This design comes from an exercise in tuning for small area, a short achievable clock period and few clock cycles per item on the open sky130 flow, not from production work. The RTL was checked by simulation tests, not by an equivalence proof against the original design. No activity file was given, so power comes from the tool's default toggle rates.

==> design.v <==
module div_unit (
    input  wire        clk,
    input  wire        rst,           
    input  wire        in_valid,
    output wire        in_ready,
    input  wire [63:0] in_a,          
    input  wire [63:0] in_b,          
    input  wire        in_signed,
    input  wire        in_w32,
    output reg         out_valid,
    output wire [63:0] out_q,         
    output wire [63:0] out_r,         
    output reg         out_z,
    output reg         out_n,
    output reg         out_c,
    output reg         out_v
);
    reg         busy;        
    reg         fix;         
    reg  [4:0]  cnt;
    reg  [63:0] a;           
    reg  [63:0] r;           
    reg  [63:0] qd;          
    reg         cin;         
    reg         sgn, w32, nega, qneg, dz;
    assign in_ready = ~busy & ~fix;
    assign out_q    = a;
    assign out_r    = r;
    wire        x_neg  = in_signed & (in_w32 ? in_a[31] : in_a[63]);
    wire [63:0] n_in   = fix ? a : in_a;
    wire        n_en   = fix ? qneg : x_neg;
    wire [63:0] n_out  = n_en ? (~n_in + 64'd1) : n_in;
    wire [63:0] a_init = in_w32 ? {n_out[31:0], 32'd0} : n_out;
    wire        d_neg  = in_signed & (in_w32 ? in_b[31] : in_b[63]);
    wire [63:0] d_ext  = in_w32 ? {{32{d_neg}}, in_b[31:0]} : in_b;
    wire [67:0] p  = {2'b00, r, a[63:62]};
    wire [67:0] m1 = {4'b1111, qd};
    wire [67:0] m2 = {3'b111, qd, cin};
    wire [67:0] s1 = p + m1 + {67'd0, cin};
    wire [67:0] s2 = p + m2 + {67'd0, cin};
    wire [67:0] cs_s = p ^ m1 ^ m2;
    wire [67:0] cs_c = (p & m1) | (p & m2) | (m1 & m2);
    wire [67:0] s3 = cs_s + {cs_c[66:0], cin} + {67'd0, cin};
    wire        d1 = ~s1[67];
    wire        d2 = ~s2[67];
    wire        d3 = ~s3[67];
    wire [63:0] r_nx = d3 ? s3[63:0] : d2 ? s2[63:0] : d1 ? s1[63:0] : p[63:0];
    wire [1:0]  qdig = {d2, d3 | (d1 & ~d2)};
    wire        last = (cnt[3:0] == 4'd15) & (w32 | cnt[4]);
    wire [63:0] q_full = dz ? 64'hFFFF_FFFF_FFFF_FFFF : n_out;
    wire [63:0] r_full = nega ? (~r + 64'd1) : r;
    wire [63:0] q_fin  = w32 ? {{32{sgn & q_full[31]}}, q_full[31:0]} : q_full;
    wire [63:0] r_fin  = w32 ? {{32{sgn & r_full[31]}}, r_full[31:0]} : r_full;
    wire        q_ovf  = sgn & (w32 ? (qneg ? (a[31] & (a[30:0] != 31'd0)) : a[31])
                                    : (qneg ? (a[63] & (a[62:0] != 63'd0)) : a[63]));
    always @(posedge clk) begin
        if (busy) begin
            a   <= {a[61:0], qdig};
            r   <= r_nx;
            cnt <= cnt + 5'd1;
        end else if (fix) begin
            a     <= q_fin;
            r     <= r_fin;
            out_z <= (r == 64'd0);
            out_n <= q_fin[63];
            out_c <= dz;
            out_v <= dz | q_ovf;
        end else begin
            a    <= a_init;
            r    <= 64'd0;
            cnt  <= 5'd0;
            qd   <= d_neg ? d_ext : ~d_ext;
            cin  <= ~d_neg;
            dz   <= (d_ext == 64'd0);
            sgn  <= in_signed;
            w32  <= in_w32;
            nega <= x_neg;
            qneg <= x_neg ^ d_neg;
        end
    end
    always @(posedge clk) begin
        if (rst) begin
            busy      <= 1'b0;
            fix       <= 1'b0;
            out_valid <= 1'b0;
        end else begin
            out_valid <= fix;
            fix       <= busy & last;
            if (busy)
                busy <= ~last;
            else
                busy <= in_valid & ~fix;
        end
    end
endmodule
==> flow/run.sh <==
#!/bin/bash
set -euo pipefail
export SETUP_SLACK_MARGIN=6.9
bash standard.sh > standard.log 2>&1
==> standard.sh <==
#!/bin/bash
# synth_recipe.tcl (not shown) runs the flow's synth.tcl, then flattens the netlist and writes it again
# the make line also repeats each setting of config.mk as NAME=value (left out here)
make -C /OpenROAD-flow-scripts/flow DESIGN_CONFIG=/design/flow/config.mk WORK_HOME=/design/flow/orfs CLKGATE_MAP_FILE= SYNTH_SCRIPT=/design/flow/synth_recipe.tcl "${@:-finish}"
==> config.mk <==
export PLATFORM = sky130hd
export DESIGN_NAME = div_unit
export DESIGN_NICKNAME = div_unit
export VERILOG_FILES = /design/flow/design.v
export SDC_FILE = /design/flow/constraint.sdc
export NUM_CORES = 4
export LEC_CHECK = 0
export CAP_MARGIN = 20
export CORE_MARGIN = 2
export CORE_UTILIZATION = 40
export PLACE_DENSITY = 0.6
export SLEW_MARGIN = 20
==> constraint.sdc <==
create_clock -name core_clock -period 11.5 [get_ports {clk}]
set_input_delay 2.3000 -clock core_clock [delete_from_list [all_inputs] [get_ports {clk}]]
set_output_delay 2.3000 -clock core_clock [all_outputs]
set_load 0.01 [all_outputs]
==> key figures <==
Run status
  – Status: finished clean

Logic synthesis
  – Post-synthesis cell area: 0.0272 sq mm
  – Post-Synth Simple-Gate Area: 0.182
  – Mean Syn Cell Area: 8.07 sq um
  – Largest family of logic cells by synthesized area: compound AO/OA/AOI/OAI gates
  – Mux cell area share after synthesis: 0.0440
  – Top cell type's share of synthesized area: 0.157
  – Synth Area in Compound Gates: 0.266
  – Number of enable flip-flop cells after synthesis: 142
  – Yosys top cell by area: edfxtp_1
  – Adder-Cell Fraction of Synth Area: 0.142
  – Async S/R FF share, synth: 0
  – Number of synthesized register bits: 210
  – Post-Synth XOR/XNOR Area: 0.116
  – Count of different cell masters after synthesis: 102
  – Synth Warn #: 1
  – Dominant synthesized flop cell: edfxtp_1
  – Sequential area share after synthesis: 0.207
  – Top-count cell post-synth: nand2_1
  – Gate Count Post-Synth: 3373
  – Net count after synthesis: 3774
  – Post-synth top cells: nand2_1 (337), a21oi_1 (321), o21ai_0 (248)
  – Synth top area cells: edfxtp_1 (16%), ha_1 (9.2%), xnor2_1 (6.9%)

Critical path
  – R2r startpoint: r[53]
  – CP max stage delay: 0.60 ns
  – CP top delay family: simple AND/OR/NAND/NOR gates
  – Buf/Inv on CP: 1
  – Crit-path cells: fa_1, ha_1, and3_1, nand4_1, nor2_2, and3_1, a211o_1, a31oi_4, buf_12, and2_4, nand4_1, mux2i_1, or4_1
  – CP max stage cell: edfxtp_1
  – Reg2reg end: r[62]
  – Crit path DAT: 4.97 ns
  – Crit end category: flip-flop
  – CP Class: reg -> reg
  – Startpoint Class: flip-flop
  – FF-to-FF setup slack: 6.89 ns
  – CP Max Fanout: 29
  – Worst EP required: 11.86 ns
  – Worst r2r path cells: 13

Power and ir drop
  – Switching Share: 0.515
  – Final Power: 8.32 mW
  – P_leak: 13.5 nW
  – Gate power share: 0.719
  – Internal power: 4.03 mW
  – Worst vdd ir: 0.153 mV
  – PD cells: 247 mW/mm^2
  – Reg power frac: 0.149
  – Switch Pwr: 4.29 mW
  – Clock power share: 0.131

Placed design
  – Dpl cells: 4337
  – PortBufs: 266
  – Placement Cell Area: 0.0304 sq mm
  – Detailed-placement wirelength estimate: 87500 um
  – Routability cong.: 1.03

Timing
  – Hold Vio Cnt, Final: 0
  – Slew headroom: 0.127
  – Slew Limit Fails: 0
  – Worst-Margin Slew: 1.30 ns
  – Final Cycle Share: 0.401
  – Crit path time final: 4.61 ns
  – RSZ-0062 raised after global routing: true
  – Max Clk Rate: 0.217 GHz
  – Setup-failing EPs final: 0
  – Clk_skew: 0.0143 ns
  – Setup TNS: 0 ns

Clock network
  – CTS max path bufs: 3
  – CTS H-tree lvls: 1
  – Clk slew on worst S/H paths: 0.07 ns
  – Inserted Clock Buffers: 30
  – CTS tree: done
  – Root buffer cell: clkbuf_16
  – Sink Count: 210
  – Clock Latency Late Sink: 0.61 ns
  – # hold bufs at CTS: 0

Drt
  – Drt first-iter violations: 3282
  – DR WL/cell: 26.0 um
  – DRT Wirelength: 118000 um
  – Vias/cell: 6.35
  – TritonRoute pass-1 iters: 7
  – DRC viols: 0
  – Total number of vias: 28900
  – Number of routed nets with antenna violations: 0

Global route
  – Initial antenna violation count: 9
  – Vias in the first global route: 27000
  – Gr usage total: 0.321
  – Remaining global-route overflow: 0
  – First-pass GRT wire length: 173000 um
  – Largest net degree at the start of global routing: 80

Floorplanning
  – Initial Util: 0.405
  – Area of the core: 0.0673 sq mm
  – Die X: 265 um
  – Num rows: 95
  – Ports: 267
  – Die height: 265 um
  – Die ar.: 0.0701 sq mm

Cells and area
  – Area Overhead vs Synth: 23.7%
  – Fin area: 0.0337 sq mm
  – Final #Nets: 4052
  – Layout cells sized above 1: 0.113
  – Post-Layout Cell Count: 4552
  – Filler cell count: 6527

Min path
  – Hold path endpoint: a[12]
  – Hold path startpoint: a[10]
  – Class of the worst hold path: reg -> reg
  – Hold path depth: 2

Run
  – Max Cap Violations: 0
[per-stage QoR]
stage	hold WS [ns]	worst slack (ns)	util
4_1_cts	0.531	6.86	0.487
6_report	0.524	6.89	0.500
2_1_floorplan	0.461	6.93	-
3_3_place_gp	0.520	5.14	0.452
3_5_place_dp	0.522	5.61	0.452
5_1_grt	0.556	6.81	0.500
[power groups by stage]
| stage | clock network (mW) | logic, mW | registers [mW] |
|---|---|---|---|
| floorplan | 0 | 3.65 | 1.23 |
| global placement | 0 | 5.21 | 1.34 |
| detailed placement | 0 | 5.19 | 1.34 |
| CTS | 1.10 | 5.65 | 1.26 |
| global route | 1.13 | 6.38 | 1.26 |
| finish | 1.09 | 5.99 | 1.24 |
[worst max path at each step]
stage | from | end | slack, ns | cells after the start
2_1_floorplan | in_a[13] | a[54] | 6.93 | 12
3_3_place_gp | r[25] | r[52] | 5.14 | 12
3_5_place_dp | r[25] | r[52] | 5.61 | 12
4_1_cts | cin | r[52] | 6.86 | 16
5_1_grt | cin | r[52] | 6.81 | 17
6_report | r[53] | r[62] | 6.89 | 13
[metal layers]
layer / global-route usage / part of all wire / wire length (um)
met1: 0.425 / 0.41 / 48500
met3: 0.0613 / 0.096 / 11400
met2: 0.506 / 0.44 / 52000
met5: 0 / 0.00077 / 91
met4: 0.150 / 0.054 / 6340
[area by class of cell]
class,instances,area (sq um),share of cell area
Antenna cell,4,10.0,0.000297
Clock buffer,40,947,0.0281
Clock inverter,16,203,0.00602
Inverter,68,282,0.00836
Multi-Input combinational cell,2893,21200,0.631
Sequential cell,210,5640,0.168
Tap cell,873,1090,0.0325
Timing Repair Buffer,448,4240,0.126
[flip-flops by register name (all words and copies together) (netlist names), 5 cells and up]
name	flops
a	64
qd	64
r	64
cnt	5
[worst min-delay path: stages, from the launching register on]
cell and delay (ns):
dfxtp_1 0.34, nand2_1 0.07, o21ai_0 0.06
[layout by cell type, fill, tap and decap left out, types with 20 or more instances in the layout]
cell / count
nand4_1: 68
o21ai_1: 33
dfxtp_1: 64
nor3_1: 77
a221o_1: 25
or3_1: 29
nor4_1: 36
mux2_2: 20
xnor2_1: 212
inv_1: 65
fa_1: 65
nand2_1: 331
and3_1: 22
clkdlybuf4s50_1: 260
o211ai_1: 32
mux2i_1: 88
nand3_1: 54
edfxtp_1: 142
a21oi_1: 309
o21bai_1: 32
clkbuf_16: 38
nor2_1: 237
o21ai_0: 243
buf_4: 163
a31oi_1: 37
xor2_1: 148
a21o_1: 118
ha_1: 190
a211oi_1: 32
[kinds of logic (layout without fill, tap and decap cells)]
family,count (synthesis),count (layout)
flip-flops,210,210
other,0,4
buffers and inverters,273,572
adder cells (fa/ha/maj),268,268
multiplexers,116,116
AO/OA/AOI/OAI,1121,1123
AND/OR/NAND/NOR,1023,1024
XOR/XNOR,362,362
[repair_timing]
item	in CTS	in global routing
cloned	3	2
setup endpoints to repair	103	94
resized for setup	102	66
setup buffers	74	76
pin swaps	29	36
endpoints found under the hold margin	0	0
Testbench counts, summed over its fixed seeds: cycles 208,728, divs 8,000.

## what the ideal ports hide
How much do the figures lean on ideal ports? The routed layout below was timed once more, with nothing changed but the port constraints. Step 1 assumes that a clkbuf_16 drives the clock port and a buf_2 every other input. Step 2 adds t to the input delays and takes it off the output delays; t is the mean of the earliest and latest rising clock arrival at the registers after step 1. Input paths then give back, and output paths get back, about the clock's delay inside the block. Slacks: no drivers / after step 1 / after step 2; pairs: no drivers / after step 1.
t, ns: 0.671
setup slack, ns: 6.891 / 6.891 / 6.302
worst setup path at the end: input to register
pins driven straight from the clock port: 1
After both steps setup and hold are still met in this run. The setup slack of this run moves by 0.000 ns with the drivers and by -0.589 ns with both steps.
